This is an optimization exercise on Yosys and OpenROAD, whose aim is small area, not a production implementation.
The RTL was checked by simulation tests, not by an equivalence proof against the original design.
Power and IR drop assume default switching activity.

[flow/config.mk]
export PLATFORM = sky130hd
export DESIGN_NAME = jet
export DESIGN_NICKNAME = jet
export VERILOG_FILES = /design/flow/design.v
export SDC_FILE = /design/flow/constraint.sdc
export NUM_CORES = 4
export LEC_CHECK = 0
export CAP_MARGIN = 20
export CORE_MARGIN = 2
export CORE_UTILIZATION = 20
export PLACE_DENSITY = 0.3
export SLEW_MARGIN = 20
[flow/constraint.sdc]
create_clock -name core_clock -period 20.0 [get_ports {clk}]
set_input_delay 4.0000 -clock core_clock [delete_from_list [all_inputs] [get_ports {clk}]]
set_output_delay 4.0000 -clock core_clock [all_outputs]
set_load 0.01 [all_outputs]
[flow/design.v]
module jet (
    input  wire        clk,
    input  wire        rst,
    input  wire        tick,
    input  wire        bus_we,
    input  wire [7:0]  bus_addr,
    input  wire [31:0] bus_wdata,
    output reg  [31:0] bus_rdata,
    input  wire [7:0]  in_slots,
    input  wire [31:0] stamp,
    input  wire [7:0]  sig_in,
    input  wire        grp_start,
    input  wire        grp_stop,
    input  wire        grp_restart,
    output wire [7:0]  out_lvl,
    output wire [7:0]  out_oe,
    output wire [3:0]  side_lvl,
    output wire [3:0]  side_oe,
    output reg         sig_we,
    output reg  [2:0]  sig_idx,
    output reg         sig_lvl,
    output reg         evt
);
    localparam PW  = 32;
    localparam PAW = 5;
    localparam A_CTRL  = 8'd0;
    localparam A_STAT  = 8'd1;
    localparam A_PC    = 8'd2;
    localparam A_TX    = 8'd3;
    localparam A_RX    = 8'd4;
    localparam A_POP   = 8'd5;
    localparam A_FRAME = 8'd6;
    localparam A_MAPEN = 8'd7;
    localparam A_N     = 8'd13;
    localparam A_M     = 8'd14;
    localparam A_D     = 8'd22;
    localparam OP_GOTO  = 4'h0;
    localparam OP_SET   = 4'h1;
    localparam OP_SEND  = 4'h2;
    localparam OP_RECV  = 4'h3;
    localparam OP_LOAD  = 4'h4;
    localparam OP_POST  = 4'h5;
    localparam OP_NSET  = 4'h6;
    localparam OP_REP   = 4'h7;
    localparam OP_WAITE = 4'h8;
    localparam OP_MARK  = 4'h9;
    localparam OP_PACK  = 4'hA;
    localparam OP_SIG   = 4'hB;
    localparam ST_STOPPED = 3'd0;
    localparam ST_RUNNING = 3'd1;
    localparam ST_STALL_L = 3'd2;
    localparam ST_STALL_P = 3'd3;
    localparam ST_WAIT    = 3'd4;
    localparam ST_FAULT   = 3'd5;
    reg [15:0] prog [0:PW-1];
    reg [6:0]  pc;
    reg [31:0] d;
    reg [5:0]  cur;
    reg [7:0]  n0, n1;
    reg [31:0] m;
    reg [6:0]  ls, le;
    reg [7:0]  lcnt;
    reg [31:0] txf [0:3];
    reg [1:0]  tx_rd;
    reg [2:0]  tx_cnt;
    reg [31:0] rxf [0:3];
    reg [1:0]  rx_rd;
    reg [2:0]  rx_cnt;
    reg [7:0]  olvl, oen;
    reg [3:0]  slvl;
    reg        run, step_pend, fault;
    reg [2:0]  run_state;      
    reg        evt_flag;
    reg        wseen;          
    reg [6:0]  entry;
    reg [4:0]  fwidth;
    reg        fidle, forder;
    reg [7:0]  in_en, out_en;
    reg [3:0]  side_en;
    assign out_lvl  = olvl;
    assign out_oe   = oen & out_en;
    assign side_lvl = slvl;
    assign side_oe  = side_en;
    wire [7:0]  ins    = in_slots & in_en;
    wire [5:0]  width  = (fwidth == 5'd0) ? 6'd32 : {1'b0, fwidth};
    wire        tx_empty = (tx_cnt == 3'd0);
    wire        rx_full  = (rx_cnt == 3'd4);
    wire [31:0] tx_head  = txf[tx_rd];
    wire [31:0] rx_head  = (rx_cnt == 3'd0) ? 32'd0 : rxf[rx_rd];
    wire [2:0]  state = fault ? ST_FAULT : (!run ? ST_STOPPED : run_state);
    wire [31:0] stat  = {state, tx_cnt, rx_cnt, evt_flag, cur, lcnt, 1'b0, pc};
    wire [15:0] ir   = (pc < PW) ? prog[pc[PAW-1:0]] : 16'h0000;
    wire [3:0]  op   = ir[15:12];
    wire [3:0]  cond = ir[11:8];
    wire [6:0]  addr = ir[6:0];
    wire [2:0]  grp  = ir[11:9];
    wire [3:0]  mask = ir[7:4];
    wire [3:0]  val  = ir[3:0];
    wire [2:0]  slot = ir[11:9];
    wire        nb   = ir[11];
    wire        nsel = ir[11];
    wire        nfn  = ir[10];
    wire [7:0]  imm  = ir[7:0];
    wire [3:0]  rlen = ir[11:8];
    wire [7:0]  rcnt = ir[7:0];
    wire [1:0]  wkind  = ir[11:10];
    wire        wlevel = ir[9];
    wire [2:0]  windex = ir[8:6];
    wire        wsel   = ir[5];
    wire [2:0]  mfn  = ir[11:9];
    wire [1:0]  psrc = ir[11:10];
    wire [4:0]  pcnt = ir[4:0];
    wire        slvl_bit = ir[11];
    wire [2:0]  sidx = ir[10:8];
    wire        sevt = ir[7];
    wire [7:0]  rep_le = {1'b0, pc} + {4'd0, rlen} + 8'd1;
    reg illegal;
    always @(*) begin
        case (op)
            OP_GOTO:  illegal = ir[7] || (cond == 4'd14) || (cond == 4'd15);
            OP_SET:   illegal = ir[8] || (grp > 3'd4);
            OP_SEND:  illegal = (ir[8:0] != 9'd0);
            OP_RECV:  illegal = (ir[8:0] != 9'd0);
            OP_LOAD:  illegal = (ir[10:0] != 11'd0);
            OP_POST:  illegal = (ir[10:0] != 11'd0);
            OP_NSET:  illegal = (ir[9:8] != 2'd0) || (nfn && (imm != 8'd0));
            OP_REP:   illegal = (rcnt == 8'd0) || (lcnt != 8'd0) || rep_le[7];
            OP_WAITE: illegal = (ir[4:0] != 5'd0) ||
                                ((wkind == 2'd3) && (wlevel || (windex != 3'd0)));
            OP_MARK:  illegal = (ir[8:0] != 9'd0) || (mfn > 3'd5);
            OP_PACK:  illegal = (ir[9:5] != 5'd0);
            OP_SIG:   illegal = (ir[6:0] != 7'd0);
            default:  illegal = 1'b1;
        endcase
    end
    reg cond_ok;
    always @(*) begin
        case (cond)
            4'd0:    cond_ok = 1'b1;
            4'd1:    cond_ok = (cur == 6'd0);
            4'd2:    cond_ok = (cur != 6'd0);
            4'd3:    cond_ok = (n0 == 8'd0);
            4'd4:    cond_ok = (n0 != 8'd0);
            4'd5:    cond_ok = (n1 == 8'd0);
            4'd6:    cond_ok = (n1 != 8'd0);
            4'd7:    cond_ok = !tx_empty;
            4'd8:    cond_ok = !rx_full;
            4'd9:    cond_ok = ins[0];
            4'd10:   cond_ok = ins[1];
            4'd11:   cond_ok = d[0];
            4'd12:   cond_ok = d[31];
            4'd13:   cond_ok = sig_in[0];
            default: cond_ok = 1'b0;
        endcase
    end
    reg [31:0] pack_src;
    always @(*) begin
        case (psrc)
            2'd0:    pack_src = m;
            2'd1:    pack_src = stamp;
            2'd2:    pack_src = 32'h0000_0000;
            default: pack_src = 32'hFFFF_FFFF;
        endcase
    end
    wire [5:0]  pack_k   = (pcnt == 5'd0) ? 6'd32 : {1'b0, pcnt};
    reg  [31:0] pack_rev;
    integer r;
    always @(*)
        for (r = 0; r < 32; r = r + 1)
            pack_rev[r] = pack_src[31 - r];
    wire [63:0] pack_lsb = {pack_src, d} >> pack_k;
    wire [63:0] pack_msb = {d, pack_rev} << pack_k;
    wire [31:0] pack_d   = forder ? pack_msb[63:32] : pack_lsb[31:0];
    wire [6:0]  pack_cur7 = {1'b0, cur} + {1'b0, pack_k};
    wire [5:0]  pack_cur = (pack_cur7 > 7'd32) ? 6'd32 : pack_cur7[5:0];
    wire        recv_bit = ins[slot];
    wire [31:0] recv_d   = forder ? {d[30:0], recv_bit} : {recv_bit, d[31:1]};
    wire [5:0]  recv_cur = (cur == 6'd32) ? 6'd32 : cur + 6'd1;
    wire [31:0] load_d   = forder ? (tx_head << (6'd32 - width)) : tx_head;
    reg [31:0] post_word;
    always @(*) begin
        if (cur == 6'd0)
            post_word = 32'd0;
        else if (forder)
            post_word = d & ((cur == 6'd32) ? 32'hFFFF_FFFF : ((32'd1 << cur) - 32'd1));
        else
            post_word = d >> (6'd32 - cur);
    end
    wire exec = tick && !fault && (run || step_pend);
    reg [6:0]  x_pc;
    reg [31:0] x_d;
    reg [5:0]  x_cur;
    reg [7:0]  x_n0, x_n1;
    reg [31:0] x_m;
    reg [6:0]  x_ls, x_le;
    reg [7:0]  x_lcnt;
    reg [7:0]  x_olvl, x_oen;
    reg [3:0]  x_slvl;
    reg        x_tx_pop, x_rx_push;
    reg [31:0] x_rx_word;
    reg        x_fault;
    reg [2:0]  x_state;
    reg        x_wseen;
    reg        x_sig, x_evt;
    reg        done;      
    reg        jump;      
    always @(*) begin
        x_pc      = pc;
        x_d       = d;
        x_cur     = cur;
        x_n0      = n0;
        x_n1      = n1;
        x_m       = m;
        x_ls      = ls;
        x_le      = le;
        x_lcnt    = lcnt;
        x_olvl    = olvl;
        x_oen     = oen;
        x_slvl    = slvl;
        x_tx_pop  = 1'b0;
        x_rx_push = 1'b0;
        x_rx_word = post_word;
        x_fault   = 1'b0;
        x_state   = ST_RUNNING;
        x_wseen   = wseen;
        x_sig     = 1'b0;
        x_evt     = 1'b0;
        done      = 1'b1;
        jump      = 1'b0;
        if (illegal) begin
            x_fault = 1'b1;
            done    = 1'b0;
        end else begin
            case (op)
                OP_GOTO: begin
                    if (cond_ok) begin
                        jump   = 1'b1;
                        x_lcnt = 8'd0;
                    end
                end
                OP_SET: begin
                    case (grp)
                        3'd0: x_olvl[3:0] = (olvl[3:0] & ~mask) | (val & mask);
                        3'd1: x_olvl[7:4] = (olvl[7:4] & ~mask) | (val & mask);
                        3'd2: x_slvl      = (slvl      & ~mask) | (val & mask);
                        3'd3: x_oen[3:0]  = (oen[3:0]  & ~mask) | (val & mask);
                        default: x_oen[7:4] = (oen[7:4] & ~mask) | (val & mask);
                    endcase
                end
                OP_SEND: begin
                    if (cur != 6'd0) begin
                        if (forder) begin
                            x_olvl[slot] = d[31];
                            x_d = {d[30:0], 1'b0};
                        end else begin
                            x_olvl[slot] = d[0];
                            x_d = {1'b0, d[31:1]};
                        end
                        x_cur = cur - 6'd1;
                    end else begin
                        x_olvl[slot] = fidle;
                    end
                end
                OP_RECV: begin
                    x_d   = recv_d;
                    x_cur = recv_cur;
                end
                OP_LOAD: begin
                    if (!tx_empty) begin
                        x_d      = load_d;
                        x_cur    = width;
                        x_tx_pop = 1'b1;
                    end else if (nb) begin
                        x_cur = 6'd0;
                    end else begin
                        done    = 1'b0;
                        x_state = ST_STALL_L;
                    end
                end
                OP_POST: begin
                    if (!rx_full) begin
                        x_rx_push = 1'b1;
                        x_d   = 32'd0;
                        x_cur = 6'd0;
                    end else if (nb) begin
                        x_d   = 32'd0;
                        x_cur = 6'd0;
                    end else begin
                        done    = 1'b0;
                        x_state = ST_STALL_P;
                    end
                end
                OP_NSET: begin
                    if (!nsel) begin
                        if (!nfn) x_n0 = imm;
                        else if (n0 != 8'd0) x_n0 = n0 - 8'd1;
                    end else begin
                        if (!nfn) x_n1 = imm;
                        else if (n1 != 8'd0) x_n1 = n1 - 8'd1;
                    end
                end
                OP_REP: begin
                    x_ls   = pc + 7'd1;
                    x_le   = rep_le[6:0];
                    x_lcnt = rcnt;
                end
                OP_WAITE: begin
                    case (wkind)
                        2'd0: begin
                            if (ins[windex] != wlevel) begin
                                done    = 1'b0;
                                x_state = ST_WAIT;
                            end
                        end
                        2'd1: begin
                            if (sig_in[windex] != wlevel) begin
                                done    = 1'b0;
                                x_state = ST_WAIT;
                            end
                        end
                        2'd2: begin
                            if (!(wseen && ins[windex] == wlevel)) begin
                                done    = 1'b0;
                                x_state = ST_WAIT;
                                if (ins[windex] != wlevel) x_wseen = 1'b1;
                            end
                        end
                        default: begin
                            if (!wsel) begin
                                if (n0 != 8'd0) begin
                                    x_n0 = n0 - 8'd1;
                                    done = 1'b0;
                                end
                            end else begin
                                if (n1 != 8'd0) begin
                                    x_n1 = n1 - 8'd1;
                                    done = 1'b0;
                                end
                            end
                        end
                    endcase
                end
                OP_MARK: begin
                    case (mfn)
                        3'd0: x_m = stamp;
                        3'd1: x_m = d;
                        3'd2: begin
                            x_d   = m;
                            x_cur = 6'd32;
                        end
                        3'd3: x_m = m + 32'd1;
                        3'd4: x_m = m - 32'd1;
                        default: x_m = 32'd0;
                    endcase
                end
                OP_PACK: begin
                    x_d   = pack_d;
                    x_cur = pack_cur;
                end
                default: begin  
                    x_sig = 1'b1;
                    x_evt = sevt;
                end
            endcase
        end
        if (done) begin
            x_wseen = 1'b0;
            if (jump) begin
                x_pc = addr;
            end else if (op != OP_REP && lcnt != 8'd0 && pc == le) begin
                if (lcnt > 8'd1) begin
                    x_lcnt = lcnt - 8'd1;
                    x_pc   = ls;
                end else begin
                    x_lcnt = 8'd0;
                    x_pc   = pc + 7'd1;
                end
            end else begin
                x_pc = pc + 7'd1;
            end
        end
    end
    wire w_ctrl  = bus_we && (bus_addr == A_CTRL);
    wire w_stat  = bus_we && (bus_addr == A_STAT);
    wire w_pc    = bus_we && (bus_addr == A_PC);
    wire w_tx    = bus_we && (bus_addr == A_TX);
    wire w_pop   = bus_we && (bus_addr == A_POP);
    wire w_frame = bus_we && (bus_addr == A_FRAME);
    wire w_mapen = bus_we && (bus_addr == A_MAPEN);
    wire w_n     = bus_we && (bus_addr == A_N);
    wire w_m     = bus_we && (bus_addr == A_M);
    wire w_d     = bus_we && (bus_addr == A_D);
    wire w_prog  = bus_we && bus_addr[7] && (bus_addr[6:0] < PW);
    wire w_clr   = w_ctrl && bus_wdata[31];
    always @(*) begin
        if (bus_addr[7]) begin
            bus_rdata = (bus_addr[6:0] < PW) ? {16'd0, prog[bus_addr[PAW-1:0]]} : 32'd0;
        end else begin
            case (bus_addr)
                A_CTRL:  bus_rdata = {17'd0, entry, 7'd0, run};
                A_STAT:  bus_rdata = stat;
                A_PC:    bus_rdata = {25'd0, pc};
                A_RX:    bus_rdata = rx_head;
                A_FRAME: bus_rdata = {19'd0, fwidth, 6'd0, fidle, forder};
                A_MAPEN: bus_rdata = {12'd0, side_en, out_en, in_en};
                A_N:     bus_rdata = {16'd0, n1, n0};
                A_M:     bus_rdata = m;
                A_D:     bus_rdata = d;
                default: bus_rdata = 32'd0;
            endcase
        end
    end
    integer k;
    always @(posedge clk) begin
        if (rst) begin
            for (k = 0; k < PW; k = k + 1)
                prog[k] <= 16'h0000;
        end else if (w_prog) begin
            prog[bus_addr[PAW-1:0]] <= bus_wdata[15:0];
        end
    end
    wire tx_pop  = exec && x_tx_pop;
    wire tx_push = w_tx && (tx_cnt != 3'd4);
    wire rx_push = exec && x_rx_push;
    wire rx_pop  = w_pop && (rx_cnt != 3'd0);
    always @(posedge clk) begin
        if (rst || w_clr) begin
            tx_rd  <= 2'd0;
            tx_cnt <= 3'd0;
            rx_rd  <= 2'd0;
            rx_cnt <= 3'd0;
            for (k = 0; k < 4; k = k + 1) begin
                txf[k] <= 32'd0;
                rxf[k] <= 32'd0;
            end
        end else begin
            if (tx_push)
                txf[tx_rd + tx_cnt[1:0]] <= bus_wdata;
            if (tx_pop)
                tx_rd <= tx_rd + 2'd1;
            tx_cnt <= tx_cnt + {2'd0, tx_push} - {2'd0, tx_pop};
            if (rx_push)
                rxf[rx_rd + rx_cnt[1:0]] <= x_rx_word;
            if (rx_pop)
                rx_rd <= rx_rd + 2'd1;
            rx_cnt <= rx_cnt + {2'd0, rx_push} - {2'd0, rx_pop};
        end
    end
    always @(posedge clk) begin
        if (rst) begin
            pc        <= 7'd0;
            d         <= 32'd0;
            cur       <= 6'd0;
            n0        <= 8'd0;
            n1        <= 8'd0;
            m         <= 32'd0;
            ls        <= 7'd0;
            le        <= 7'd0;
            lcnt      <= 8'd0;
            olvl      <= 8'd0;
            oen       <= 8'd0;
            slvl      <= 4'd0;
            run       <= 1'b0;
            step_pend <= 1'b0;
            fault     <= 1'b0;
            run_state <= ST_RUNNING;
            evt_flag  <= 1'b0;
            wseen     <= 1'b0;
            entry     <= 7'd0;
            fwidth    <= 5'd0;
            fidle     <= 1'b1;
            forder    <= 1'b0;
            in_en     <= 8'd0;
            out_en    <= 8'd0;
            side_en   <= 4'd0;
            sig_we    <= 1'b0;
            sig_idx   <= 3'd0;
            sig_lvl   <= 1'b0;
            evt       <= 1'b0;
        end else begin
            sig_we <= 1'b0;
            evt    <= 1'b0;
            if (exec) begin
                pc        <= x_pc;
                d         <= x_d;
                cur       <= x_cur;
                n0        <= x_n0;
                n1        <= x_n1;
                m         <= x_m;
                ls        <= x_ls;
                le        <= x_le;
                lcnt      <= x_lcnt;
                olvl      <= x_olvl;
                oen       <= x_oen;
                slvl      <= x_slvl;
                wseen     <= x_fault ? 1'b0 : x_wseen;
                step_pend <= 1'b0;
                if (run)
                    run_state <= x_state;
                if (x_fault) begin
                    fault <= 1'b1;
                    run   <= 1'b0;
                end
                if (x_sig) begin
                    sig_we  <= 1'b1;
                    sig_idx <= sidx;
                    sig_lvl <= slvl_bit;
                end
                if (x_evt) begin
                    evt      <= 1'b1;
                    evt_flag <= 1'b1;
                end
            end
            if (w_stat && bus_wdata[22] && !(exec && x_evt))
                evt_flag <= 1'b0;
            if (w_ctrl) begin
                entry <= bus_wdata[14:8];
                run   <= bus_wdata[0];
                if (bus_wdata[0]) begin
                    fault     <= 1'b0;
                    run_state <= ST_RUNNING;
                    step_pend <= 1'b0;
                end else begin
                    step_pend <= bus_wdata[30] && !fault && !(exec && x_fault);
                end
                if (bus_wdata[31]) begin
                    d    <= 32'd0;
                    cur  <= 6'd0;
                    lcnt <= 8'd0;
                end
            end
            if (w_pc) begin
                pc        <= bus_wdata[6:0];
                lcnt      <= 8'd0;
                wseen     <= 1'b0;
                fault     <= 1'b0;
                run_state <= ST_RUNNING;
            end
            if (w_frame) begin
                fwidth <= bus_wdata[12:8];
                fidle  <= bus_wdata[1];
                forder <= bus_wdata[0];
            end
            if (w_mapen) begin
                in_en   <= bus_wdata[7:0];
                out_en  <= bus_wdata[15:8];
                side_en <= bus_wdata[19:16];
            end
            if (w_n) begin
                n0 <= bus_wdata[7:0];
                n1 <= bus_wdata[15:8];
            end
            if (w_m)
                m <= bus_wdata;
            if (w_d) begin
                d   <= bus_wdata;
                cur <= width;
            end
            if (grp_stop) begin
                run       <= 1'b0;
                step_pend <= 1'b0;
            end else if (grp_restart) begin
                pc        <= w_ctrl ? bus_wdata[14:8] : entry;
                d         <= 32'd0;
                cur       <= 6'd0;
                lcnt      <= 8'd0;
                wseen     <= 1'b0;
                run       <= 1'b1;
                fault     <= 1'b0;
                step_pend <= 1'b0;
                run_state <= ST_RUNNING;
            end else if (grp_start) begin
                run       <= 1'b1;
                fault     <= 1'b0;
                step_pend <= 1'b0;
                run_state <= ST_RUNNING;
            end
        end
    end
endmodule
[flow/run.sh]
#!/bin/bash
# synth_recipe.tcl (not shown) runs the flow's synth.tcl, then flattens the netlist and writes it again
# the make line also repeats each setting of config.mk as NAME=value (left out here)
make -C /OpenROAD-flow-scripts/flow DESIGN_CONFIG=/design/flow/config.mk WORK_HOME=/design/flow/orfs CLKGATE_MAP_FILE= SYNTH_SCRIPT=/design/flow/synth_recipe.tcl finish
==> flow_summary_export.csv, run 1 <==
group,metric,value,unit
timing,finalSetupViolations,0,
clock_network,cts.path.max_buffers,4,
clock_network,ctsResizeCount,0,
power,peakVddDrop,50.1,uV
timing,layout_min_cycle_time,12590,ps
clock_network,cts_tree,"yes",
power,seq_power_share,33.8,%
routing,vias,55700,
routing,antenna_left,0,
status,outcome,"no timing/DRC/antenna violations",
worst_setup_path,critPathBufInv,3,
logic_synthesis,synth_seq_area_share,42.3,%
routing,wl_per_cell,36.6,um
timing,slew_viol_final,0,
timing,fmax,79.4,MHz
global_routing,gr-total-overflow,0,
logic_synthesis,synth_common_cells,"edfxtp_1, and2_1, nand2_1, nor2_1, clkbuf_1",
power,power_density,90.6,nW/um2
worst_setup_path,critical_path.cell_chain,"buf_8 -> buf_4 -> nand2b_1 -> or4_1 -> nor2_4 -> a222oi_1 -> nand4_1 -> a21oi_1 -> o21ai_0 -> clkdlybuf4s50_1",
placed_design,dp.final_hpwl,270000,um
logic_synthesis,synth_cell_types,104,
power,switching_share,37.7,%
logic_synthesis,yosysTopAreaCellShare,36.1,%
floorplanning,io_pins,157,
routing,post-route-drc-count,0,
global_routing,antenna_found_initial,68,
placed_design,portBuffers,156,
logic_synthesis,synth_cells,6118,
worst_setup_path,setup.worst_path.start_class,"input port",
clock_network,hold_buffers,0,
finish,final_nets,6310,
power,p_int,0.00425,W
min_path,hp-class,"register to register",
timing,rsz0062_at_grt,"no",
clock_network,clk_latency,850,ps
finish,multi_input_area,34600,um2
logic_synthesis,syn_nets,6286,
run,cap_violations,0,
timing,setup_slack,7410,ps
worst_setup_path,rr_endpoint,"m[31]$_SDFFE_PP0P_",
worst_setup_path,max_stage_delay,920,ps
floorplanning,dieArea,324000,um2
timing,max_slew.worst_pin.slew,1290,ps
logic_synthesis,syn_avg_cell_area,10.4,um2
clock_network,cts_made_buffers,138,
logic_synthesis,yosysWarnings,1,
timing,finClkSkew,86.1,ps
global_routing,grt_pass1_vias,53800,
worst_setup_path,cp.arrival,8590,ps
timing,slew_headroom,13.0,%
finish,drive_gt1_share,17.3,%
worst_setup_path,crit_type,"input port to output pin",
clock_network,cts_sinks,965,
min_path,worstHoldStart,"run_state[2]$_SDFF_PP0_",
placed_design,dp_slack,7610,ps
timing,finalSetupTns,0,ps
power,clkPwrFrac,36.0,%
worst_setup_path,timing.rr.start,"pc[0]$_SDFF_PP0_",
worst_setup_path,r2r_setup_slack,10580,ps
clock_network,clk_pin_slew,60,ps
logic_synthesis,async_flop_share,0,%
finish,register_area,27000,um2
power,power.switching,0.00256,W
logic_synthesis,yosysMostFrequentCell,"edfxtp_1",
worst_setup_path,cp_top_family,"simple AND/OR/NAND/NOR gates",
logic_synthesis,synthFlopType,"edfxtp_1",
routing,viasPerCell,5.33,
global_routing,grt_pass1_wl,510000,um
power,power.leakage,25.5,nW
timing,hold_viol,0,
placed_design,place.gp.congestion,0.948,
worst_setup_path,r2r_cells,24,
floorplanning,die-width,569,um
worst_setup_path,critPathMaxFanout,68,
routing,routed_wirelength,383000,um
worst_setup_path,critPathCaptureType,"output pin",
global_routing,grt_max_degree,99,
clock_network,htreeDepth,4,
logic_synthesis,syn_area,63800,um2
floorplanning,row_count,207,
worst_setup_path,required,16000,ps
finish,syn_to_final_growth,17.7,%
clock_network,cts_setup_buffers,0,
worst_setup_path,cp_slowest_cell,"nor2_4",
global_routing,grt_use_total,22.9,%
timing,holdWs,465,ps
floorplanning,start_util,20.1,%
power,combPwrFrac,30.2,%
logic_synthesis,synth_seq_cells,965,
floorplanning,die_h,569,um
logic_synthesis,yosysTopAreaCell,"edfxtp_1",
logic_synthesis,ys_top_cells_by_area,"edfxtp_1, mux4_2, and2_1, dfxtp_1, mux2i_1",
min_path,hold_depth,2,
routing,dr.pass1.iters,6,
routing,drtIter0Drc,6958,
finish,nFillCells,33800,
floorplanning,core_area,318000,um2
timing,finalCritPeriodShare,62.9,%
logic_synthesis,synth_enable_flop_cells,768,
min_path,min_to,"run_state[2]$_SDFF_PP0_",
clock_network,clockRootBuffer,"clkbuf_16",
==> metal layers <==
| layer | vias to the layer above | global-route usage (%) | part of all wire [%] |
|---|---|---|---|
| met5 | - | 0 | 0.021 |
| met4 | 12 | 7.99 | 3.9 |
| met3 | 531 | 4.02 | 7.1 |
| met2 | 2564 | 34.9 | 44 |
| met1 | 29200 | 32.3 | 45 |
| li1 | 23400 | - | - |
==> state kept, by name, indices dropped and copies added (netlist names), 2 cells and up, named ones only <==
| name | flops |
|---|---|
| cur | 6 |
| d | 32 |
| entry | 7 |
| fwidth | 5 |
| in_en | 8 |
| lcnt | 8 |
| le | 7 |
| ls | 7 |
| m | 32 |
| n0 | 8 |
| n1 | 8 |
| out_en | 8 |
| pc | 7 |
| prog | 512 |
| run_state | 3 |
| rx_cnt | 3 |
| rx_rd | 2 |
| rxf | 128 |
| side_en | 4 |
| sig_idx | 3 |
| tx_cnt | 3 |
| tx_rd | 2 |
| txf | 128 |
==> per-stage QoR <==
| stage | power, W | cell area, um2 | util [%] | cells |
|---|---|---|---|---|
| floorplan | 0.00340 | 63800 | - | 6118 |
| global placement | 0.00436 | 70800 | 22.3 | 10200 |
| detailed placement | 0.00434 | 70800 | 22.3 | 10200 |
| CTS | 0.00682 | 75100 | 23.6 | 10400 |
| global route | 0.00700 | 75100 | 23.6 | 10400 |
| finish | 0.00681 | 75100 | 23.6 | 10400 |
==> final cells by class <==
cell class	instances	area share, %
Sequential cell	965	36.0
Clock buffer	178	4.99
Antenna cell	18	0.0600
Tap cell	4180	6.96
Timing Repair Buffer	448	4.93
Multi-Input combinational cell	4529	46.0
Inverter	60	0.301
Clock inverter	63	0.741
==> cell usage in the layout (no fill, tap or decap), types with 68 or more instances in the layout <==
cell type	instances
o211ai_1	71
mux4_2	347
nor2_1	488
dfxtp_1	186
nand3_1	111
o22ai_1	77
mux2_2	84
nor3_1	81
a22oi_1	93
o21ai_0	282
buf_4	290
edfxtp_1	768
a21oi_1	286
mux2i_1	291
clkdlybuf4s50_1	134
and2_1	640
clkbuf_16	140
ha_1	68
nand2_1	571
==> worst max-delay path by stage <==
stage	from	end	depth (start not counted)
floorplan	bus_addr[0]	bus_rdata[0]	7
global placement	bus_addr[0]	bus_rdata[7]	7
detailed placement	bus_addr[0]	bus_rdata[7]	7
CTS	bus_addr[0]	bus_rdata[2]	10
global route	bus_addr[0]	bus_rdata[2]	10
finish	bus_addr[0]	bus_rdata[0]	10
==> power by group through the flow <==
stage          logic, W  registers (W)  clock network, W
6_report        0.00206        0.00230           0.00245
5_1_grt         0.00211        0.00231           0.00258
4_1_cts         0.00201        0.00230           0.00252
3_5_place_dp    0.00200        0.00234                 0
3_3_place_gp    0.00202        0.00234                 0
2_1_floorplan   0.00110        0.00230                 0
==> tightest hold or removal path: cells and delay by family, from the launching register on <==
kind             cells  cell delay (ps)
AND/OR/NAND/NOR      1               50
flip-flops           1              310
AO/OA/AOI/OAI        1               50
==> cell families after synthesis <==
family          after synthesis  synth area share [%]
compound gates             1426                  15.3
buf+inv                     624                  3.98
mux                         727                  18.4
xor+xnor                     92                  1.26
simple gates               2210                  17.2
fa+ha+maj                    74                  1.51
flops                       965                  42.3
==> run 2, diff against run 1 <==
--- a/flow/design.v
+++ b/flow/design.v
@@ -91,3 +91,14 @@
     wire [31:0] stat  = {state, tx_cnt, rx_cnt, evt_flag, cur, lcnt, 1'b0, pc};
-    wire [15:0] ir   = (pc < PW) ? prog[pc[PAW-1:0]] : 16'h0000;
+    wire [31:0] pc_oh = (pc[6:5] == 2'd0) ? (32'd1 << pc[4:0]) : 32'd0;
+    wire [31:0] ba_oh = (bus_addr[7:5] == 3'b100) ? (32'd1 << bus_addr[4:0]) : 32'd0;
+    reg  [15:0] ir, prog_rd;
+    integer q;
+    always @(*) begin
+        ir      = 16'd0;
+        prog_rd = 16'd0;
+        for (q = 0; q < PW; q = q + 1) begin
+            ir      = ir      | (prog[q] & {16{pc_oh[q]}});
+            prog_rd = prog_rd | (prog[q] & {16{ba_oh[q]}});
+        end
+    end
     wire [3:0]  op   = ir[15:12];
@@ -165,10 +176,2 @@
     wire [5:0]  pack_k   = (pcnt == 5'd0) ? 6'd32 : {1'b0, pcnt};
-    reg  [31:0] pack_rev;
-    integer r;
-    always @(*)
-        for (r = 0; r < 32; r = r + 1)
-            pack_rev[r] = pack_src[31 - r];
-    wire [63:0] pack_lsb = {pack_src, d} >> pack_k;
-    wire [63:0] pack_msb = {d, pack_rev} << pack_k;
-    wire [31:0] pack_d   = forder ? pack_msb[63:32] : pack_lsb[31:0];
     wire [6:0]  pack_cur7 = {1'b0, cur} + {1'b0, pack_k};
@@ -176,13 +179,57 @@
     wire        recv_bit = ins[slot];
-    wire [31:0] recv_d   = forder ? {d[30:0], recv_bit} : {recv_bit, d[31:1]};
     wire [5:0]  recv_cur = (cur == 6'd32) ? 6'd32 : cur + 6'd1;
-    wire [31:0] load_d   = forder ? (tx_head << (6'd32 - width)) : tx_head;
-    reg [31:0] post_word;
+    wire        is_send = (op == OP_SEND);
+    wire        is_recv = (op == OP_RECV);
+    wire        is_pack = (op == OP_PACK);
+    wire        is_shf  = is_send | is_recv | is_pack;
+    wire        is_load = (op == OP_LOAD);
+    wire        is_post = (op == OP_POST);
+    wire [31:0] src_v   = {pack_src[31:1], is_pack ? pack_src[0] : (is_recv & recv_bit)};
+    reg  [31:0] src_rev;
+    integer r;
+    always @(*)
+        for (r = 0; r < 32; r = r + 1)
+            src_rev[r] = src_v[31 - r];
+    wire [5:0]  shf_k   = is_pack ? pack_k : 6'd1;
+    reg  [31:0] f_hi, f_lo;
+    reg  [5:0]  f_s;
+    always @(*) begin
+        if (is_shf) begin
+            f_hi = forder ? d : src_v;
+            f_lo = forder ? src_rev : d;
+            f_s  = forder ? (6'd32 - shf_k) : shf_k;
+        end else if (is_load) begin
+            f_hi = tx_head;
+            f_lo = 32'd0;
+            f_s  = forder ? width : 6'd32;
+        end else if (is_post) begin
+            f_hi = 32'd0;
+            f_lo = d;
+            f_s  = 6'd32 - cur;
+        end else begin  
+            f_hi = m;
+            f_lo = d;
+            f_s  = 6'd32;
+        end
+    end
+    wire [62:0] f0 = f_s[5] ? {31'd0, f_hi} : {f_hi[30:0], f_lo};
+    wire [46:0] f1 = f_s[4] ? f0[62:16] : f0[46:0];
+    wire [38:0] f2 = f_s[3] ? f1[46:8]  : f1[38:0];
+    wire [34:0] f3 = f_s[2] ? f2[38:4]  : f2[34:0];
+    wire [32:0] f4 = f_s[1] ? f3[34:2]  : f3[32:0];
+    wire [31:0] fout = f_s[0] ? f4[32:1] : f4[31:0];
+    reg  [31:0] post_mask;
+    always @(*)
+        for (r = 0; r < 32; r = r + 1)
+            post_mask[r] = (cur > r);
+    wire [31:0] post_word = forder ? (d & post_mask) : fout;
+    wire        m_dec = mfn[2];
+    reg  [31:0] m_pm;
+    reg         m_c;
     always @(*) begin
-        if (cur == 6'd0)
-            post_word = 32'd0;
-        else if (forder)
-            post_word = d & ((cur == 6'd32) ? 32'hFFFF_FFFF : ((32'd1 << cur) - 32'd1));
-        else
-            post_word = d >> (6'd32 - cur);
+        m_c = 1'b1;
+        for (r = 0; r < 32; r = r + 1) begin
+            m_pm[r] = m[r] ^ m_c;
+            m_c = m_c & (m[r] ^ m_dec);
+        end
     end
@@ -251,9 +298,4 @@
                     if (cur != 6'd0) begin
-                        if (forder) begin
-                            x_olvl[slot] = d[31];
-                            x_d = {d[30:0], 1'b0};
-                        end else begin
-                            x_olvl[slot] = d[0];
-                            x_d = {1'b0, d[31:1]};
-                        end
+                        x_olvl[slot] = forder ? d[31] : d[0];
+                        x_d = fout;
                         x_cur = cur - 6'd1;
@@ -264,3 +306,3 @@
                 OP_RECV: begin
-                    x_d   = recv_d;
+                    x_d   = fout;
                     x_cur = recv_cur;
@@ -269,3 +311,3 @@
                     if (!tx_empty) begin
-                        x_d      = load_d;
+                        x_d      = fout;
                         x_cur    = width;
@@ -347,7 +389,7 @@
                         3'd2: begin
-                            x_d   = m;
+                            x_d   = fout;
                             x_cur = 6'd32;
                         end
-                        3'd3: x_m = m + 32'd1;
-                        3'd4: x_m = m - 32'd1;
+                        3'd3: x_m = m_pm;
+                        3'd4: x_m = m_pm;
                         default: x_m = 32'd0;
@@ -356,3 +398,3 @@
                 OP_PACK: begin
-                    x_d   = pack_d;
+                    x_d   = fout;
                     x_cur = pack_cur;
@@ -396,3 +438,3 @@
         if (bus_addr[7]) begin
-            bus_rdata = (bus_addr[6:0] < PW) ? {16'd0, prog[bus_addr[PAW-1:0]]} : 32'd0;
+            bus_rdata = {16'd0, prog_rd};
         end else begin
@@ -412,11 +454,9 @@
     end
+    wire [15:0] prog_wd = bus_wdata[15:0] & {16{~rst}};
+    wire [31:0] prog_we = {32{rst}} | ({32{bus_we}} & ba_oh);
     integer k;
-    always @(posedge clk) begin
-        if (rst) begin
-            for (k = 0; k < PW; k = k + 1)
-                prog[k] <= 16'h0000;
-        end else if (w_prog) begin
-            prog[bus_addr[PAW-1:0]] <= bus_wdata[15:0];
-        end
-    end
+    always @(posedge clk)
+        for (k = 0; k < PW; k = k + 1)
+            if (prog_we[k])
+                prog[k] <= prog_wd;
     wire tx_pop  = exec && x_tx_pop;
@@ -426,2 +466,8 @@
     always @(posedge clk) begin
+        if (tx_push)
+            txf[tx_rd + tx_cnt[1:0]] <= bus_wdata;
+        if (rx_push)
+            rxf[rx_rd + rx_cnt[1:0]] <= post_word;
+    end
+    always @(posedge clk) begin
         if (rst || w_clr) begin
@@ -431,9 +477,3 @@
             rx_cnt <= 3'd0;
-            for (k = 0; k < 4; k = k + 1) begin
-                txf[k] <= 32'd0;
-                rxf[k] <= 32'd0;
-            end
         end else begin
-            if (tx_push)
-                txf[tx_rd + tx_cnt[1:0]] <= bus_wdata;
             if (tx_pop)
@@ -441,4 +481,2 @@
             tx_cnt <= tx_cnt + {2'd0, tx_push} - {2'd0, tx_pop};
-            if (rx_push)
-                rxf[rx_rd + rx_cnt[1:0]] <= x_rx_word;
             if (rx_pop)
--- a/flow/config.mk
+++ b/flow/config.mk
@@ -9,4 +9,5 @@
 export CORE_MARGIN = 2
-export CORE_UTILIZATION = 20
-export PLACE_DENSITY = 0.3
+export CORE_UTILIZATION = 55
+export CTS_BUF_LIST = sky130_fd_sc_hd__clkbuf_4 sky130_fd_sc_hd__clkbuf_8
+export PLACE_DENSITY = 0.65
 export SLEW_MARGIN = 20
==> run 2 against run 1 <==
Still clean. Die area shrank 69%. First-iteration DRC count grew 110%. Synthesized cell count is 18% lower. Maximum frequency is 2.1% lower. Largest power group is now sequential cells. Highest routed layer unchanged.
==> flow_summary_export.csv, run 2 <==
group,metric,value,unit
logic_synthesis,yosysWarnings,2,
timing,layout_min_cycle_time,12860,ps
finish,final_cell_mix,"edfxtp_1, nand2_1, a22oi_1",
floorplanning,start_util,55.2,%
worst_setup_path,critical_path.cell_chain,"clkdlybuf4s50_1 -> nand3_1 -> nor2_1 -> buf_4 -> a22oi_1 -> nand4_1 -> nor4_1 -> nand3_1 -> clkdlybuf4s50_1",
logic_synthesis,synth_common_cells,"edfxtp_1, nand2_1, a22oi_1, nor2_1, a21oi_1",
placed_design,dp_slack,7790,ps
logic_synthesis,ys_top_cells_by_area,"edfxtp_1, dfxtp_1, a22oi_1, nand2_1, mux4_2",
clock_network,ctsResizeCount,0,
finish,final_common_cell,"edfxtp_1",
logic_synthesis,synth_seq_cells,965,
worst_setup_path,cp.arrival,8860,ps
finish,register_area,27000,um2
global_routing,grt_use_total,61.0,%
timing,slew_viol_final,0,
finish,fin_cells,6608,
finish,nFillCells,7650,
routing,antenna_left,0,
logic_synthesis,muxShareOfSynthArea,6.24,%
global_routing,grt_max_degree,69,
clock_network,cts_sinks,965,
placed_design,portBuffers,156,
global_routing,grt_pass1_vias,50200,
clock_network,cts_setup_buffers,0,
finish,largest_register_ffs,512,
status,outcome,"no timing/DRC/antenna violations",
power,power.leakage,20.3,nW
clock_network,htreeDepth,4,
logic_synthesis,syn_nets,5156,
clock_network,cts.path.max_buffers,3,
logic_synthesis,syn_avg_cell_area,10.6,um2
clock_network,cts_made_buffers,160,
clock_network,clk_pin_slew,70,ps
logic_synthesis,synthSimpleGateAreaFrac,15.1,%
timing,finClkSkew,54.6,ps
logic_synthesis,yosysMostFrequentCell,"edfxtp_1",
placed_design,dp.final_hpwl,211000,um
timing,finalCritPeriodShare,64.3,%
logic_synthesis,syn_area,53200,um2
routing,post-route-drc-count,0,
global_routing,gr-total-overflow,0,
timing,finalSetupViolations,0,
worst_setup_path,cp_slowest_cell,"nor4_1",
floorplanning,dieArea,99200,um2
power,power_density,92.6,nW/um2
logic_synthesis,synth-compound-area-share,21.5,%
run,cap_violations,0,
global_routing,grt_pass1_wl,413000,um
timing,max_slew.worst_pin.slew,1370,ps
routing,routed_wirelength,308000,um
worst_setup_path,max_stage_delay,1100,ps
timing,slew_headroom,8.67,%
finish,fin_area,60200,um2
worst_setup_path,critPathCaptureType,"output pin",
logic_synthesis,synth_xor_area_share,1.32,%
global_routing,antenna_found_initial,43,
logic_synthesis,synth_seq_area_share,50.8,%
timing,fmax,77.8,MHz
timing,setup_slack,7140,ps
placed_design,dp.cells,6270,
logic_synthesis,yosysTopAreaCellShare,43.4,%
routing,dr.pass1.iters,13,
finish,drive_gt1_share,14.9,%
routing,viasPerCell,8.42,
floorplanning,die-width,315,um
logic_synthesis,synth_cell_types,106,
floorplanning,die_h,315,um
finish,regMostFlops,"prog",
worst_setup_path,crit_type,"input port to output pin",
finish,final_nets,5296,
clock_network,hold_buffers,0,
worst_setup_path,critPathMaxFanout,13,
placed_design,dpl_cell_area,56700,um2
logic_synthesis,synth_cells,5019,
logic_synthesis,synth_top_family_by_area,"compound AO/OA/AOI/OAI gates",
timing,finalSetupTns,0,ps
clock_network,cts_tree,"yes",
min_path,hp-class,"register to register",
floorplanning,io_pins,157,
power,peakVddDrop,93.4,uV
floorplanning,row_count,114,
timing,hold_viol,0,
finish,multi_input_area,24600,um2
placed_design,place.gp.congestion,1.14,
logic_synthesis,yosysTopAreaCell,"edfxtp_1",
routing,drtIter0Drc,14300,
clock_network,clk_latency,930,ps
logic_synthesis,synth_enable_flop_cells,768,
routing,vias,55700,
worst_setup_path,required,16000,ps
logic_synthesis,synthFlopType,"edfxtp_1",
routing,wl_per_cell,46.6,um
clock_network,clockRootBuffer,"clkbuf_8",
finish,syn_to_final_growth,13.2,%
worst_setup_path,setup.worst_path.start_class,"input port",
logic_synthesis,async_flop_share,0,%
logic_synthesis,synthAdderAreaFrac,1.05,%
floorplanning,core_area,96300,um2
timing,rsz0062_at_grt,"no",
[run 2: cell types whose count changed after synthesis, moves of 60 or more]
cell,previous run,this run
nand3_1,113,176
and3_1,54,123
nand4_1,28,98
mux4_2,347,68
mux2i_1,291,135
and2_1,640,42
clkbuf_1,433,241
a22oi_1,93,378
buf_2,40,100
nor2_1,502,298
nand2_1,576,482
[run 2: cell type report]
| cell class | instances | share of cell area (%) |
|---|---|---|
| Inverter | 65 | 0.406 |
| Timing Repair Buffer | 386 | 5.49 |
| Clock buffer | 204 | 4.27 |
| Multi-Input combinational cell | 3581 | 40.9 |
| Tap cell | 1276 | 2.65 |
| Sequential cell | 965 | 44.9 |
| Clock inverter | 89 | 1.18 |
| Antenna cell | 42 | 0.175 |
[run 2: metal layers]
layer	vias to the layer above	GRT usage [%]	wire, um
met4	30	55.6	39100
met2	6800	79.5	116000
met5	-	7.74	691
met1	26100	68.1	94900
met3	2476	36.3	57300
li1	20200	-	-
[run 2: power breakdown]
part | total (W) | internal, W | switching, W | leakage [nW]
Sequential | 0.00241 | 0.00231 | 0.0000981 | 8.84
Combinational | 0.00132 | 0.000316 | 0.00100 | 9.72
Clock | 0.00184 | 0.000950 | 0.000894 | 1.72
[run 2: per-stage QoR]
step                      hold slack [ps]  util (%)  total power (W)
after global routing                  488      62.4          0.00560
after global placement                437      58.8          0.00360
after CTS                             457      62.3          0.00539
after detailed placement              445      58.8          0.00361
after floorplan                       431         -          0.00303
final                                 461      62.5          0.00557
[run 2: worst max-delay path: cells and delay by family]
kind	cells	cell delay (ps)
buffers and inverters	3	1580
and+or+nand+nor	5	3030
AOI/OAI and AO/OA	1	200
[run 2: kinds of logic (layout without fill, tap and decap cells)]
group / after synthesis / count (layout)
AO/OA/AOI/OAI: 1624 / 1624
AND/OR/NAND/NOR: 1594 / 1594
flip-flops: 965 / 965
buffers and inverters: 473 / 744
multiplexers: 241 / 241
XOR/XNOR: 80 / 80
adder cells (fa/ha/maj): 42 / 42
other: 0 / 42
[run 2: final timing paths]
kind / endpoint / from / depth (start not counted) / slack, ps
worst min-delay path: ls[1]$_SDFFE_PP0P_ / ls[1]$_SDFFE_PP0P_ / 2 / 460
worst max-delay path: bus_rdata[10] / bus_addr[4] / 9 / 7140
worst max register to register: rx_cnt[2]$_SDFF_PP0_ / pc[1]$_SDFF_PP0_ / 26 / 9270
worst min register to register: ls[1]$_SDFFE_PP0P_ / ls[1]$_SDFFE_PP0P_ / 2 / 460
==> run 3, diff against run 2 <==
--- a/flow/design.v
+++ b/flow/design.v
@@ -62,6 +62,6 @@
     reg [7:0]  lcnt;
-    reg [31:0] txf [0:3];
+    reg [31:0] txf0, txf1, txf2, txf3;
     reg [1:0]  tx_rd;
     reg [2:0]  tx_cnt;
-    reg [31:0] rxf [0:3];
+    reg [31:0] rxf0, rxf1, rxf2, rxf3;
     reg [1:0]  rx_rd;
@@ -87,4 +87,2 @@
     wire        rx_full  = (rx_cnt == 3'd4);
-    wire [31:0] tx_head  = txf[tx_rd];
-    wire [31:0] rx_head  = (rx_cnt == 3'd0) ? 32'd0 : rxf[rx_rd];
     wire [2:0]  state = fault ? ST_FAULT : (!run ? ST_STOPPED : run_state);
@@ -186,3 +184,11 @@
     wire        is_post = (op == OP_POST);
-    wire [31:0] src_v   = {pack_src[31:1], is_pack ? pack_src[0] : (is_recv & recv_bit)};
+    wire        is_mark = !(is_shf | is_load | is_post);    
+    wire        s_m   = (is_pack & (psrc == 2'd0)) | is_mark;
+    wire        s_st  = is_pack & (psrc == 2'd1);
+    wire        s_one = is_pack & (psrc == 2'd3);
+    wire [3:0]  s_tx  = {4{is_load}} & {tx_rd == 2'd3, tx_rd == 2'd2, tx_rd == 2'd1, tx_rd == 2'd0};
+    wire [31:0] src_v = (m & {32{s_m}}) | (stamp & {32{s_st}}) | {32{s_one}} |
+                        (txf0 & {32{s_tx[0]}}) | (txf1 & {32{s_tx[1]}}) |
+                        (txf2 & {32{s_tx[2]}}) | (txf3 & {32{s_tx[3]}}) |
+                        {31'd0, is_recv & recv_bit};
     reg  [31:0] src_rev;
@@ -193,34 +199,31 @@
     wire [5:0]  shf_k   = is_pack ? pack_k : 6'd1;
-    reg  [31:0] f_hi, f_lo;
-    reg  [5:0]  f_s;
+    reg  [5:0]  mt;
+    reg         m_inv;
     always @(*) begin
         if (is_shf) begin
-            f_hi = forder ? d : src_v;
-            f_lo = forder ? src_rev : d;
-            f_s  = forder ? (6'd32 - shf_k) : shf_k;
+            mt    = forder ? (6'd32 - shf_k) : shf_k;
+            m_inv = forder;
         end else if (is_load) begin
-            f_hi = tx_head;
-            f_lo = 32'd0;
-            f_s  = forder ? width : 6'd32;
+            mt    = forder ? width : 6'd32;
+            m_inv = 1'b0;
         end else if (is_post) begin
-            f_hi = 32'd0;
-            f_lo = d;
-            f_s  = 6'd32 - cur;
-        end else begin  
-            f_hi = m;
-            f_lo = d;
-            f_s  = 6'd32;
+            mt    = forder ? cur : (6'd32 - cur);
+            m_inv = forder;
+        end else begin
+            mt    = 6'd32;
+            m_inv = 1'b0;
         end
     end
-    wire [62:0] f0 = f_s[5] ? {31'd0, f_hi} : {f_hi[30:0], f_lo};
-    wire [46:0] f1 = f_s[4] ? f0[62:16] : f0[46:0];
-    wire [38:0] f2 = f_s[3] ? f1[46:8]  : f1[38:0];
-    wire [34:0] f3 = f_s[2] ? f2[38:4]  : f2[34:0];
-    wire [32:0] f4 = f_s[1] ? f3[34:2]  : f3[32:0];
-    wire [31:0] fout = f_s[0] ? f4[32:1] : f4[31:0];
-    reg  [31:0] post_mask;
+    wire        use_a   = is_shf | is_post;
+    wire        use_rev = is_shf & forder;
+    wire [4:0]  rot = (is_post && forder) ? 5'd0 : mt[4:0];
+    reg  [31:0] dp_mask;
     always @(*)
         for (r = 0; r < 32; r = r + 1)
-            post_mask[r] = (cur > r);
-    wire [31:0] post_word = forder ? (d & post_mask) : fout;
+            dp_mask[r] = (mt > r) ^ m_inv;
+    wire [31:0] dp_b  = use_rev ? src_rev : src_v;
+    wire [31:0] dp_x  = (d & {32{use_a}} & ~dp_mask) | (dp_b & dp_mask);
+    wire [63:0] dp_xx = {dp_x, dp_x} >> rot;
+    wire [31:0] fout  = dp_xx[31:0];
+    wire [31:0] post_word = fout;
     wire        m_dec = mfn[2];
@@ -243,4 +246,2 @@
     reg [7:0]  x_lcnt;
-    reg [7:0]  x_olvl, x_oen;
-    reg [3:0]  x_slvl;
     reg        x_tx_pop, x_rx_push;
@@ -263,5 +264,2 @@
         x_lcnt    = lcnt;
-        x_olvl    = olvl;
-        x_oen     = oen;
-        x_slvl    = slvl;
         x_tx_pop  = 1'b0;
@@ -287,18 +285,7 @@
                 end
-                OP_SET: begin
-                    case (grp)
-                        3'd0: x_olvl[3:0] = (olvl[3:0] & ~mask) | (val & mask);
-                        3'd1: x_olvl[7:4] = (olvl[7:4] & ~mask) | (val & mask);
-                        3'd2: x_slvl      = (slvl      & ~mask) | (val & mask);
-                        3'd3: x_oen[3:0]  = (oen[3:0]  & ~mask) | (val & mask);
-                        default: x_oen[7:4] = (oen[7:4] & ~mask) | (val & mask);
-                    endcase
-                end
+                OP_SET: ;
                 OP_SEND: begin
                     if (cur != 6'd0) begin
-                        x_olvl[slot] = forder ? d[31] : d[0];
                         x_d = fout;
                         x_cur = cur - 6'd1;
-                    end else begin
-                        x_olvl[slot] = fidle;
                     end
@@ -436,20 +423,18 @@
     wire w_clr   = w_ctrl && bus_wdata[31];
-    always @(*) begin
-        if (bus_addr[7]) begin
-            bus_rdata = {16'd0, prog_rd};
-        end else begin
-            case (bus_addr)
-                A_CTRL:  bus_rdata = {17'd0, entry, 7'd0, run};
-                A_STAT:  bus_rdata = stat;
-                A_PC:    bus_rdata = {25'd0, pc};
-                A_RX:    bus_rdata = rx_head;
-                A_FRAME: bus_rdata = {19'd0, fwidth, 6'd0, fidle, forder};
-                A_MAPEN: bus_rdata = {12'd0, side_en, out_en, in_en};
-                A_N:     bus_rdata = {16'd0, n1, n0};
-                A_M:     bus_rdata = m;
-                A_D:     bus_rdata = d;
-                default: bus_rdata = 32'd0;
-            endcase
-        end
-    end
+    wire        lo_page = !bus_addr[7];
+    wire        rx_any  = (rx_cnt != 3'd0);
+    wire [3:0]  r_rx    = {4{lo_page && bus_addr[6:0] == 7'd4 && rx_any}} &
+                          {rx_rd == 2'd3, rx_rd == 2'd2, rx_rd == 2'd1, rx_rd == 2'd0};
+    always @(*)
+        bus_rdata = ({17'd0, entry, 7'd0, run}                   & {32{lo_page && bus_addr[6:0] == 7'd0}}) |
+                    (stat                                        & {32{lo_page && bus_addr[6:0] == 7'd1}}) |
+                    ({25'd0, pc}                                 & {32{lo_page && bus_addr[6:0] == 7'd2}}) |
+                    (rxf0 & {32{r_rx[0]}}) | (rxf1 & {32{r_rx[1]}}) |
+                    (rxf2 & {32{r_rx[2]}}) | (rxf3 & {32{r_rx[3]}}) |
+                    ({19'd0, fwidth, 6'd0, fidle, forder}       & {32{lo_page && bus_addr[6:0] == 7'd6}}) |
+                    ({12'd0, side_en, out_en, in_en}             & {32{lo_page && bus_addr[6:0] == 7'd7}}) |
+                    ({16'd0, n1, n0}                             & {32{lo_page && bus_addr[6:0] == 7'd13}}) |
+                    (m                                           & {32{lo_page && bus_addr[6:0] == 7'd14}}) |
+                    (d                                           & {32{lo_page && bus_addr[6:0] == 7'd22}}) |
+                    {16'd0, prog_rd};
     wire [15:0] prog_wd = bus_wdata[15:0] & {16{~rst}};
@@ -465,8 +450,42 @@
     wire rx_pop  = w_pop && (rx_cnt != 3'd0);
+    wire [1:0] tx_wr = tx_rd + tx_cnt[1:0];
+    wire [1:0] rx_wr = rx_rd + rx_cnt[1:0];
     always @(posedge clk) begin
-        if (tx_push)
-            txf[tx_rd + tx_cnt[1:0]] <= bus_wdata;
-        if (rx_push)
-            rxf[rx_rd + rx_cnt[1:0]] <= post_word;
+        if (tx_push && tx_wr == 2'd0) txf0 <= bus_wdata;
+        if (tx_push && tx_wr == 2'd1) txf1 <= bus_wdata;
+        if (tx_push && tx_wr == 2'd2) txf2 <= bus_wdata;
+        if (tx_push && tx_wr == 2'd3) txf3 <= bus_wdata;
+        if (rx_push && rx_wr == 2'd0) rxf0 <= post_word;
+        if (rx_push && rx_wr == 2'd1) rxf1 <= post_word;
+        if (rx_push && rx_wr == 2'd2) rxf2 <= post_word;
+        if (rx_push && rx_wr == 2'd3) rxf3 <= post_word;
     end
+    wire set_ok   = exec && !illegal && (op == OP_SET);
+    wire send_ok  = exec && !illegal && (op == OP_SEND);
+    wire send_bit = (cur != 6'd0) ? (forder ? d[31] : d[0]) : fidle;
+    genvar gb;
+    generate
+        for (gb = 0; gb < 8; gb = gb + 1) begin : g_slot
+            wire ol_we = (set_ok && grp == (gb >> 2) && mask[gb & 3]) || (send_ok && slot == gb);
+            wire oe_we = set_ok && grp == 3 + (gb >> 2) && mask[gb & 3];
+            always @(posedge clk)
+                if (rst)
+                    olvl[gb] <= 1'b0;
+                else if (ol_we)
+                    olvl[gb] <= (op == OP_SET) ? val[gb & 3] : send_bit;
+            always @(posedge clk)
+                if (rst)
+                    oen[gb] <= 1'b0;
+                else if (oe_we)
+                    oen[gb] <= val[gb & 3];
+        end
+        for (gb = 0; gb < 4; gb = gb + 1) begin : g_side
+            wire sl_we = set_ok && grp == 3'd2 && mask[gb];
+            always @(posedge clk)
+                if (rst)
+                    slvl[gb] <= 1'b0;
+                else if (sl_we)
+                    slvl[gb] <= val[gb];
+        end
+    endgenerate
     always @(posedge clk) begin
@@ -497,5 +516,2 @@
             lcnt      <= 8'd0;
-            olvl      <= 8'd0;
-            oen       <= 8'd0;
-            slvl      <= 4'd0;
             run       <= 1'b0;
@@ -530,5 +546,2 @@
                 lcnt      <= x_lcnt;
-                olvl      <= x_olvl;
-                oen       <= x_oen;
-                slvl      <= x_slvl;
                 wseen     <= x_fault ? 1'b0 : x_wseen;
==> flow/flow/run.sh (new file) <==
#!/bin/bash
# Standard ORFS layout with area-saving changes:
#  - synthesis: the standard script, with abc using an area-oriented script
#    (flow/abc_area.script, deepsyn + area mapping); registers are unchanged;
#  - port buffers are buf_1;
#  - CTS with sink clusters of at most 10 flip-flops, clkbuf_4 buffers and
#    no dummy loads;
#  - repair_design (after placement and after global routing) does not use
#    buf_8, buf_12 or buf_16 (flow/no_big_buffers.tcl).
set -euo pipefail
W=$(pwd)
export FLOW_SYNTH_TCL=$W/synth_recipe.tcl
sed "s#SYNTH_SCRIPT=[^ ]*#SYNTH_SCRIPT=$W/flow/my_synth.tcl#" standard.sh > my_standard.sh
grep -q "SYNTH_SCRIPT=$W/flow/my_synth.tcl" my_standard.sh
export BUFFER_PORTS_ARGS="-buffer_cell sky130_fd_sc_hd__buf_1"
export CTS_ARGS="-sink_clustering_enable -repair_clock_nets -dont_use_dummy_load -sink_clustering_size 10 -sink_clustering_max_diameter 40 -buf_list {sky130_fd_sc_hd__clkbuf_4}"
export PRE_RESIZE_TCL=$W/flow/no_big_buffers.tcl
export PRE_GLOBAL_ROUTE_TCL=$W/flow/no_big_buffers.tcl
bash my_standard.sh > flow.log 2>&1
==> flow/flow/abc_area.script (new file) <==
strash
&get -n
&st
&deepsyn -T 60
&dch -f
&nf -a -p
&put
topo
==> flow/flow/my_synth.tcl (new file) <==
# The standard synthesis (synth_recipe.tcl) with one change: abc maps with
# the area-oriented script abc_area.script beside this file.
set my_abc_script [file join [file dirname [file normalize [info script]]] abc_area.script]
proc abc {args} {
  set i [lsearch -exact $args -script]
  if {$i >= 0} { lset args [expr {$i + 1}] $::my_abc_script }
  puts "abc with area script: $args"
  yosys abc {*}$args
}
source $::env(FLOW_SYNTH_TCL)
==> flow/flow/no_big_buffers.tcl (new file) <==
# Keep repair_design from using the largest buffers (buf_8, buf_12, buf_16):
# several smaller buffers fix the same slew and load violations in less area.
set_dont_use {sky130_fd_sc_hd__buf_16 sky130_fd_sc_hd__buf_12 sky130_fd_sc_hd__buf_8}
==> flow/standard.sh (new file) <==
#!/bin/bash
# synth_recipe.tcl (not shown) runs the flow's synth.tcl, then flattens the netlist and writes it again
# the make line also repeats each setting of config.mk as NAME=value (left out here)
make -C /OpenROAD-flow-scripts/flow DESIGN_CONFIG=/design/flow/config.mk WORK_HOME=/design/flow/orfs CLKGATE_MAP_FILE= SYNTH_SCRIPT=/design/flow/synth_recipe.tcl "${@:-finish}"
==> flow/config.mk (replaced) <==
export PLATFORM = sky130hd
export DESIGN_NAME = jet
export DESIGN_NICKNAME = jet
export VERILOG_FILES = /design/flow/design.v
export SDC_FILE = /design/flow/constraint.sdc
export NUM_CORES = 4
export LEC_CHECK = 0
export CAP_MARGIN = 10
export CORE_MARGIN = 2
export CORE_UTILIZATION = 48
export GPL_TIMING_DRIVEN = 0
export PLACE_DENSITY = 0.58
export SLEW_MARGIN = 10
removed: flow/run.sh
==> run 3 against run 2 <==
The layout now fails its checks (max-capacitance violations, max-slew violations). Wire length decreased by 20%. Die area decreased by 2.4%. Sequential power decreased by 2%. Final cell count is 15% lower. Combinational power is 14% lower. Register-to-register slack worse by 1200 ps. Core utilization fell by 7.6 points. Via count decreased by 21%. Critical endpoint is now rxf3[2]$_DFFE_PP_.
==> flow_summary_export.csv, run 3 <==
group,metric,value,unit
placed_design,place.gp.congestion,1.01,
timing,max_slew.worst_pin.slew,1480,ps
routing,wl_per_cell,44.1,um
logic_synthesis,synth_common_cells,"edfxtp_1, nand2_1, a222oi_1, nor2_1, nand3_1",
clock_network,clk_latency,1200,ps
placed_design,dp.cells,5411,
placed_design,dp.final_hpwl,175000,um
global_routing,gr-total-overflow,0,
finish,drive_gt1_share,11.2,%
timing,finalSetupViolations,0,
global_routing,grt_pass1_vias,39900,
global_routing,grt_pass1_wl,330000,um
timing,slew_viol_final,28,
logic_synthesis,synth_cell_types,68,
clock_network,cts_setup_buffers,0,
timing,finalCritPeriodShare,59.6,%
clock_network,clockRootBuffer,"clkbuf_4",
routing,dr.pass1.iters,15,
timing,slew_headroom,-1.82,%
timing,finClkSkew,144,ps
logic_synthesis,syn_nets,3944,
worst_setup_path,required,20720,ps
power,p_int,0.00290,W
routing,drtIter0Drc,11200,
logic_synthesis,synthFlopType,"edfxtp_1",
clock_network,cts_sinks,961,
finish,postLayoutCoreUtil,54.9,%
logic_synthesis,synth_seq_area_share,59.5,%
timing,setup_slack,8080,ps
floorplanning,row_count,112,
power,clkPwrFrac,22.6,%
worst_setup_path,cpMostUsedCell,"mux2i_1",
floorplanning,die_h,311,um
routing,viasPerCell,7.90,
finish,regMostFlops,"prog",
timing,hold_viol,0,
finish,largest_register_ffs,512,
logic_synthesis,synth_cells,3808,
worst_setup_path,max_stage_delay,1170,ps
logic_synthesis,yosysMostFrequentCell,"edfxtp_1",
worst_setup_path,critPathCaptureType,"register",
global_routing,antenna_found_initial,28,
finish,fin_cells,5591,
floorplanning,dieArea,96800,um2
min_path,hp-class,"register to register",
min_path,min_to,"le[5]$_SDFFE_PP0P_",
min_path,hold_depth,2,
status,outcome,"complete, but fails checks",
finish,final_nets,4446,
finish,final_common_cell,"edfxtp_1",
routing,post-route-drc-count,0,
power,power.switching,0.00163,W
worst_setup_path,timing.rr.start,"pc[2]$_SDFF_PP0_",
clock_network,hold_buffers,0,
logic_synthesis,ys_top_cells_by_area,"edfxtp_1, dfxtp_1, a222oi_1, nand2_1, a22oi_1",
floorplanning,die-width,311,um
clock_network,clk_pin_slew,110,ps
floorplanning,core_area,93500,um2
placed_design,portBuffers,156,
clock_network,cts_tree,"yes",
run,cap_violations,6,
timing,fmax,83.9,MHz
global_routing,grt_use_total,49.4,%
clock_network,ctsResizeCount,0,
finish,nFillCells,8163,
logic_synthesis,yosysTopAreaCell,"edfxtp_1",
worst_setup_path,cp_slowest_cell,"o21ai_0",
power,combPwrFrac,25.0,%
worst_setup_path,cp_top_family,"compound AO/OA/AOI/OAI gates",
worst_setup_path,critPathBufInv,3,
logic_synthesis,async_flop_share,0,%
routing,antenna_left,0,
routing,routed_wirelength,246000,um
worst_setup_path,cp.arrival,12640,ps
floorplanning,start_util,48.5,%
global_routing,grt_max_degree,59,
power,seq_power_share,52.3,%
worst_setup_path,r2r_setup_slack,8080,ps
logic_synthesis,syn_avg_cell_area,11.9,um2
logic_synthesis,yosysWarnings,2,
routing,vias,44200,
power,power_density,88.2,nW/um2
worst_setup_path,setup.worst_path.start_class,"register",
clock_network,cts_made_buffers,148,
worst_setup_path,critical_path.cell_chain,"clkinv_1 -> ha_1 -> and2_1 -> buf_6 -> a222oi_1 -> nand3_1 -> or4b_1 -> a211oi_1 -> nand2_1 -> a311o_1 -> o211ai_1 -> buf_4 -> mux2_1 -> mux2i_1 -> mux2_1 -> o221ai_1 -> mux2_1 -> mux2i_1 -> mux2i_1 -> mux2i_1 -> mux2i_1 -> o21ai_0",
power,power.leakage,17.1,nW
worst_setup_path,crit_type,"register to register",
timing,layout_min_cycle_time,11920,ps
timing,rsz0062_at_grt,"no",
status,violations,"max-capacitance violations, max-slew violations",
power,peakVddDrop,55.7,uV
finish,final_cell_mix,"edfxtp_1, nand2_1, a222oi_1",
logic_synthesis,yosysTopAreaCellShare,50.9,%
power,switching_share,35.9,%
worst_setup_path,critPathMaxFanout,26,
floorplanning,io_pins,157,
clock_network,htreeDepth,4,
worst_setup_path,r2r_cells,22,
logic_synthesis,synth_seq_cells,961,
finish,syn_to_final_growth,13.3,%
min_path,worstHoldStart,"le[5]$_SDFFE_PP0P_",
placed_design,dp_slack,7950,ps
logic_synthesis,syn_area,45300,um2
clock_network,cts.path.max_buffers,3,
logic_synthesis,synth_enable_flop_cells,768,
worst_setup_path,rr_endpoint,"rxf3[2]$_DFFE_PP_",
==> run 3: worst max path at each step <==
stage               slack (ps)  cells after the start              from                 to
floorplan                 8440                     19  pc[3]$_SDFF_PP0_   d[17]$_SDFF_PP0_
global placement         -1900                     14  pc[4]$_SDFF_PP0_  rxf2[5]$_DFFE_PP_
detailed placement        7950                     11       bus_addr[0]       bus_rdata[8]
CTS                       7920                     11       bus_addr[0]       bus_rdata[8]
global route              8220                     15       bus_addr[7]       bus_rdata[8]
finish                    8080                     22  pc[2]$_SDFF_PP0_  rxf3[2]$_DFFE_PP_
==> run 3: cells by family (layout without fill, tap and decap cells) <==
family / Yosys count / count (layout) / share of synthesized area [%]
other: 0 / 29 / 0
buffers and inverters: 67 / 567 / 0.555
xor gates and xnor gates: 49 / 49 / 0.948
adders and majority gates: 41 / 41 / 1.20
muxes: 158 / 158 / 3.61
AOI/OAI and AO/OA: 1089 / 1089 / 18.7
and+or+nand+nor: 1443 / 1443 / 15.5
DFF: 961 / 961 / 59.5
==> run 3: routing by layer <==
metal / vias to the layer above / track usage (%) / wire [um]
met5: - / 1.78 / 225
met4: 16 / 39.0 / 25400
met3: 1441 / 20.4 / 40700
met2: 4772 / 70.0 / 99800
met1: 21100 / 59.2 / 80300
li1: 16900 / - / -
==> run 3: stage by stage <==
stage / area [um2] / setup TNS, ps / total power (W) / hold WS (ps)
floorplan: 45300 / 0 / 0.00291 / 425
global placement: 47400 / -293740 / 0.00340 / 436
detailed placement: 50100 / 0 / 0.00346 / 446
CTS: 51200 / 0 / 0.00443 / 462
global route: 51200 / 0 / 0.00460 / 488
finish: 51300 / 0 / 0.00452 / 464
==> run 3: cell type report <==
class                           instances  area [um2]  area share [%]
Multi-Input combinational cell       2780       18800            36.6
Antenna cell                           29        72.6           0.141
Inverter                               67         258           0.503
Tap cell                             1254        1570            3.06
Sequential cell                       961       26900            52.5
Timing Repair Buffer                  352        2570            5.01
Clock buffer                          148        1110            2.17
==> run 3: worst min-delay path: cells and delay by family (launching register included) <==
family	cells	cell delay, ps
simple gates	1	50
compound gates	1	50
flops	1	330
==> run 3: power groups by stage <==
stage / logic (W) / clock network [W] / registers (W)
CTS: 0.00106 / 0.00101 / 0.00236
global placement: 0.000994 / 0 / 0.00241
floorplan: 0.000538 / 0 / 0.00237
detailed placement: 0.00105 / 0 / 0.00240
finish: 0.00113 / 0.00102 / 0.00237
global route: 0.00114 / 0.00109 / 0.00237

## re-timing with driven ports
The results above use ideal ports. As a check the final layouts listed here were re-extracted and re-timed, cells and wires unchanged.
Step 1 (the two cells are an assumption about what drives the block):
set clk [get_ports {clk}]
set_driving_cell -lib_cell sky130_fd_sc_hd__clkbuf_16 $clk
set_driving_cell -lib_cell sky130_fd_sc_hd__buf_2 [delete_from_list [all_inputs] $clk]
Step 2 adds t to the input delays and takes it off the output delays; t is the mean of the earliest and latest rising clock arrival at the registers after step 1. Input paths then give back, and output paths get back, about the clock's delay inside the block.
a / b / c = ideal / step 1 / step 2; a / b = the first two.
| run | shift t [ns] | setup slack, ns | worst setup path after step 2 | latest minus earliest clock arrival (ns) | worst data-port slew with drivers (ns) |
|---|---|---|---|---|---|
| run 1 | 0.912 | 7.413 / 7.231 / 7.231 | input to output | 0.093 / 0.093 | 0.20 |
| run 2 | 0.983 | 7.141 / 7.119 / 7.119 | input to output | 0.055 / 0.054 | 0.10 |
| run 3 | 1.196 | 8.081 / 7.976 / 7.976 | input to output | 0.144 / 0.144 | 0.17 |
The setup slack of run 1, which loses most, moves by -0.182 ns with the drivers and by -0.182 ns with both steps.
